Context: an optimization exercise on an open-source flow, tuned for small area and a short achievable clock period. The choices shown serve that exercise and are no tape-out recipe.
Only simulation tests tie the RTL to the original design; equivalence was not proved.
No activity file was given, so power comes from the tool's default toggle rates.

## flow/design.v (module list and top-level ports; edited modules follow where they fit)
// module tscalar_exec: 1799 lines
module tscalar_exec (
    input  wire        clk,
    input  wire        rst,          
    input  wire        in_valid,
    input  wire [39:0] instr,        
    input  wire [31:0] rs_val,
    input  wire [31:0] rt_val,
    output reg         out_valid,
    output reg         out_we,       
    output reg  [4:0]  out_rd,
    output wire [31:0] out_wdata,
    output reg         out_we2,      
    output wire [31:0] out_wdata2,
    output reg         out_sat,      
    output reg         out_ill       
);
  // ...
==> flow/run.sh <==
#!/bin/bash
# synth_recipe.tcl (not shown) runs the flow's synth.tcl, then flattens the netlist and writes it again
# the make line also repeats each setting of config.mk as NAME=value (left out here)
make -C /OpenROAD-flow-scripts/flow DESIGN_CONFIG=/design/flow/config.mk WORK_HOME=/design/flow/orfs CLKGATE_MAP_FILE= SYNTH_SCRIPT=/design/flow/synth_recipe.tcl finish
==> flow/config.mk <==
export PLATFORM = sky130hd
export DESIGN_NAME = tscalar_exec
export DESIGN_NICKNAME = tscalar_exec
export VERILOG_FILES = /design/flow/design.v
export SDC_FILE = /design/flow/constraint.sdc
export NUM_CORES = 4
export LEC_CHECK = 0
export ABC_AREA = 1
export CAP_MARGIN = 20
export CORE_MARGIN = 2
export CORE_UTILIZATION = 50
export CTS_CLUSTER_DIAMETER = 30
export CTS_CLUSTER_SIZE = 8
export PLACE_DENSITY = 0.65
export SLEW_MARGIN = 20
==> flow/constraint.sdc <==
create_clock -name core_clock -period 10.5 [get_ports {clk}]
set_input_delay 2.1000 -clock core_clock [delete_from_list [all_inputs] [get_ports {clk}]]
set_output_delay 2.1000 -clock core_clock [all_outputs]
set_load 0.01 [all_outputs]
==> metrics.log, run 1 <==
INFO  metric run_status = no timing/DRC/antenna violations
INFO  metric final_nets = 5619
INFO  metric final-hold-violation-count = 0
INFO  metric combPwrFrac = 75.2%
INFO  metric finalSetupViolCount = 0
INFO  metric pwr.group.combinational = 0.00447 W
INFO  metric rr_startpoint = r_b[3]
INFO  metric ctsHoldBuffers = 0
INFO  metric cp-endpoint = out_wdata[30]
INFO  metric clkSinkCount = 172
INFO  metric worst_clock_skew_on_the_final_layout = 17.0 ps
INFO  metric worst_setup_path_startpoint = o_p[1]
INFO  metric ys.flop_type = sky130_fd_sc_hd__dfxtp_1
INFO  metric n_all_inverters = 800
INFO  metric drive_above_1_share = 4.58%
INFO  metric nFlopsAndLatches = 172
INFO  metric num_tap_cells = 959
INFO  metric holdPathStages = 0
INFO  metric worst-endpoint-arrival = 4960 ps
INFO  metric postSynthAreaPerCell = 7.33 um2
INFO  metric placement.cell_area = 38600 um2
INFO  metric htree_levels = 4
INFO  metric dominant_power_group = combinational logic
INFO  metric post_layout_nonfiller_instances = 5877
INFO  metric async_reset_ff_share = 0%
INFO  metric post_synth_num_cell_types = 56
INFO  metric net-switching-power = 0.00332 W
INFO  metric synth_top_cells_by_area = sky130_fd_sc_hd__fa_1 23%, sky130_fd_sc_hd__xor2_1 13%, sky130_fd_sc_hd__dfxtp_1 9.4%
INFO  metric worst-setup-path-type = reg2out
INFO  metric synth_area_leader_cell = sky130_fd_sc_hd__fa_1
INFO  metric nClkBuffers = 17
INFO  metric slew_viol_final = 0
INFO  metric finalPower = 0.00593 W
==> run 2, diff against run 1 <==
--- a/flow/config.mk
+++ b/flow/config.mk
@@ -14,2 +14,3 @@
 export PLACE_DENSITY = 0.65
+export SETUP_SLACK_MARGIN = 5
 export SLEW_MARGIN = 20
==> run 2 against run 1 <==
Net effect: still clean on timing, DRC and antenna; die area stayed put; final cell count is 2.6% higher; sequential cell count unchanged; global-route usage is 2.6 points higher; clock skew down 2.7 ps; first-iteration DRC count is 0.14% lower; register-to-register slack gained 1400 ps; setup slack improved by 1100 ps; synthesized cell count unchanged; largest cell class unchanged.
==> metrics.log, run 2 <==
INFO  metric synthMostInstantiatedCell = sky130_fd_sc_hd__inv_1
INFO  metric final.setup.tns = 0 ps
INFO  metric layout.cells.most_common = sky130_fd_sc_hd__inv_1
INFO  metric synth_area_leader_cell = sky130_fd_sc_hd__fa_1
INFO  metric vias = 39800
INFO  metric post_synth_num_cell_types = 56 (unchanged)
INFO  metric synth_top_cells_by_area = sky130_fd_sc_hd__fa_1 23%, sky130_fd_sc_hd__xor2_1 13%, sky130_fd_sc_hd__dfxtp_1 9.4%
INFO  metric clock_path_buffers = 2
INFO  metric final-hold-violation-count = 0 (unchanged)
INFO  metric layout.area.seq = 3520 um2
INFO  metric timing.critical_path.slowest_cell_delay = 380 ps
INFO  metric period_share = 56.5%
INFO  metric run_status = no timing/DRC/antenna violations
INFO  metric synth-simple-area-share = 16.2%
INFO  metric power.density = 149 nW/um2
INFO  metric area_of_the_multi_input_gates = 29200 um2
INFO  metric cp-start-kind = register
INFO  metric slew_viol_final = 0 (unchanged)
INFO  metric rsz0062_at_grt = yes
INFO  metric regToRegEndpoint = o_g[3]
INFO  metric critical_path.slowest_cell = sky130_fd_sc_hd__fa_2
INFO  metric syn-instance-count = 4983
INFO  metric fmaxAchievable = 169 MHz
INFO  metric rr_startpoint = r_b[7]
INFO  metric dp_hpwl = 131 mm
INFO  metric crit_path_frequent_cell = sky130_fd_sc_hd__buf_6
INFO  metric postRouteWirelength = 186 mm
INFO  metric final_antenna_net_count = 0
INFO  metric clk_pin_slew_worst_paths = 70 ps
INFO  metric grt_max_degree = 47
INFO  metric muxShareOfSynthArea = 0%
INFO  metric synth_top_family_by_area = adder cells
INFO  metric fin_crit = 5930 ps
INFO  metric port_buffers = 153
INFO  metric ctsHoldBuffers = 0 (unchanged)
INFO  metric gp_congestion = 1.06
INFO  metric netlist_top_cells_count = 767 x sky130_fd_sc_hd__inv_1, 734 x sky130_fd_sc_hd__nand2_1, 531 x sky130_fd_sc_hd__o22ai_1, 522 x sky130_fd_sc_hd__xor2_1, 427 x sky130_fd_sc_hd__fa_1
INFO  metric cp-endpoint = out_wdata[12]
INFO  metric num_rows = 99
INFO  metric hp-class = reg2reg
INFO  metric synth-edff-count = 0
INFO  metric maxCapViolCount = 0
INFO  metric critPathTopFamily = compound AO/OA/AOI/OAI gates
INFO  metric chipWidth = 274 um
INFO  metric ys.warnings.count = 1
INFO  metric ff2ff_path_depth = 22
INFO  metric final_nets = 5772 (+2.7%)
INFO  metric synth_xor_xnor_area_share = 13.4%
INFO  metric drt-initial-drc-count = 5696
INFO  metric final_cell_mix = 748 x sky130_fd_sc_hd__inv_1, 711 x sky130_fd_sc_hd__nand2_1, 522 x sky130_fd_sc_hd__o22ai_1, 518 x sky130_fd_sc_hd__xor2_1, 407 x sky130_fd_sc_hd__fa_1
INFO  metric num-fill-cells = 6962
INFO  metric initial_antenna_violation_count = 8
INFO  metric global_route_wire_length_before_repair = 258 mm
INFO  metric core = 72600 um2
INFO  metric async_reset_ff_share = 0% (unchanged)
INFO  metric max_slew.worst_pin.slew = 1240 ps
INFO  metric placement.cell_area = 38600 um2 (about the same)
INFO  metric cts_tree = yes
INFO  metric wl_per_cell = 30.9 um
INFO  metric slew_headroom = 16.1%
INFO  metric critical_path.cell_chain = a21o_1 > a21oi_2 > o21bai_2 > fa_2 > fa_2 > a31oi_4 > o21ai_2 > a21boi_2 > o21ai_2 > a21boi_2 > buf_4 > buf_6 > buf_6 > buf_6 > buf_6 > buf_6 > buf_6 > buf_6 > buf_6 > buf_6 > buf_6 > xnor2_2 > buf_2
INFO  metric clk-insertion-delay-late = 470 ps
INFO  metric vdd_ir_drop_max = 0.467 mV
INFO  metric die_footprint = 75200 um2
INFO  metric buffers_plus_inverters_on_the_worst_setup_path = 12
INFO  metric power_leakage = 19.9 nW
INFO  metric postSynthAreaPerCell = 7.33 um2 (unchanged)
INFO  metric worst-endpoint-arrival = 3830 ps (-1130 ps)
INFO  metric via_count_of_the_first_global_routing_pass = 36600
INFO  metric vias_per_cell = 6.59
INFO  metric die_y = 274 um
INFO  metric critical_path.endpoint_type = output port
INFO  metric global_route.usage.total = 47.6%
INFO  metric top_level_ports = 181
INFO  metric timing.critical_path.fanout_max = 2
INFO  metric yosys_reg_bits = 172
INFO  metric timing.critical_path.required = 8400 ps
INFO  metric drcViolationCount = 0
INFO  metric gr-total-overflow = 0
INFO  metric yosysTopAreaCellShare = 23.4%
INFO  metric timing.reg2reg.setup_slack = 5040 ps
INFO  metric netlist_area_before_placement = 36500 um2
INFO  metric drive_above_1_share = 10.8% (+6.2 points)
INFO  metric clkSinkCount = 172 (unchanged)
INFO  metric cts.root.buffer_cell = sky130_fd_sc_hd__clkbuf_16
INFO  metric synth_adder_area_share = 29.6%
INFO  metric path_depth = 23
INFO  metric worst_clock_skew_on_the_final_layout = 14.3 ps (-2.74 ps)
INFO  metric drt_pre_antenna_iters = 6
INFO  metric worst_setup_path_startpoint = o_g[0]
INFO  metric tritoncts.num_buffers = 17
INFO  metric final_cell_area = 42200 um2
INFO  metric finalSetupViolCount = 0 (unchanged)
INFO  metric flow.area_growth_from_synthesis = 15.6%
INFO  metric post_synthesis_compound_gate_area_fraction = 18.5%
INFO  metric ys.flop_type = sky130_fd_sc_hd__dfxtp_1
INFO  metric seq_area_frac_synth = 9.43%
INFO  metric htree_levels = 4 (unchanged)
INFO  metric initial_core_utilization = 50.3%
INFO  metric whs = 331 ps
INFO  metric worst-setup-path-type = reg2out
==> run 2: cell count changes in the layout (fill, tap and decap cells not counted), moves of 22 or more <==
cell                      previous run  this run
sky130_fd_sc_hd__dfxtp_1           167       138
sky130_fd_sc_hd__buf_6               0        28
sky130_fd_sc_hd__buf_4             118       177
sky130_fd_sc_hd__buf_12              0        40
sky130_fd_sc_hd__nand2_1           734       711
sky130_fd_sc_hd__o21ai_0           158       136
==> run 2: metrics by stage <==
step	setup WS, ps	utilization (%)	cells	total power (W)
floorplan	4900	-	5009	0.00325
global placement	3930	53.2	5843	0.00512
detailed placement	3850	53.2	5843	0.00515
CTS	4490	55.9	5928	0.00589
global route	4420	58.1	6030	0.00655
finish	4570	58.1	6032	0.00628
==> run 2: worst min path at each step <==
stage	end	slack (ps)	from	cells after the start
after floorplan	out_ill	310	r_ill	0
after global placement	out_rd[2]	310	r_rd[2]	0
after detailed placement	out_rd[3]	310	r_rd[3]	0
after CTS	out_rd[3]	330	r_rd[3]	0
after global routing	out_rd[3]	340	r_rd[3]	0
final	out_rd[0]	330	r_rd[0]	0
==> run 2: layer usage <==
metal	up-vias	routed length [um]	track usage, %
met1	19000	67800	60.7
met3	800	28700	18.8
met4	12	14500	28.3
met2	3370	75100	67.5
li1	16600	-	-
met5	-	128	0.385
==> run 2: cells by family (layout without fill, tap and decap cells) <==
kind of cell	Yosys count	count (layout)
and+or+nand+nor	1374	1375
buffers and inverters	1196	1257
AOI/OAI and AO/OA	1073	1073
adders and majority gates	607	607
xor gates and xnor gates	560	560
DFF	172	172
other	1	29
==> run 2: cell type report <==
class | instances | area share [%]
sequential | 172 | 8.33
timing repair inverter | 1 | 0.0208
antenna | 2 | 0.0119
clock inverter | 14 | 0.347
timing repair buffer | 424 | 10.9
inverter | 800 | 7.41
multi-input combinational | 3642 | 69.1
tap | 959 | 2.84
clock buffer | 18 | 1.04
==> run 2: report_power, final <==
group | leakage, nW | switching (W) | internal (W) | total [W]
logic | 18.2 | 0.00319 | 0.00170 | 0.00489
clock network | 0.291 | 0.000329 | 0.000325 | 0.000653
registers | 1.42 | 0.0000532 | 0.000683 | 0.000736
total | 19.9 | 0.00357 | 0.00271 | 0.00628
==> run 2: timing repair <==
item                                   CTS  global route
setup buffers                           44            88
gates cloned                             9            14
endpoints found under the hold margin    0             0
pin swaps                               31            70
gates resized for setup                290           162
setup endpoints to repair               93            69

## static timing again, ports no longer ideal
No port has a modelled driver above. Below, the same layouts with a new extraction and two added sets of constraints. Step 1, drivers: a clkbuf_16 drives clk and a buf_2 each remaining input, both assumed. Step 2 times the ports against the registers' clock, not the clock port: input delays grow and output delays shrink by t, the midpoint of the rising clock arrivals with the driver on. a / b / c = no drivers / after step 1 / after step 2; a / b = the first two.
run	t, ns	slack for setup (ns)	worst slew at a driven data input, ns
run 1	0.535	3.436 / 3.373 / 3.610	0.05
run 2	0.523	4.565 / 4.501 / 4.607	0.05
After both steps every run listed still meets setup and hold.
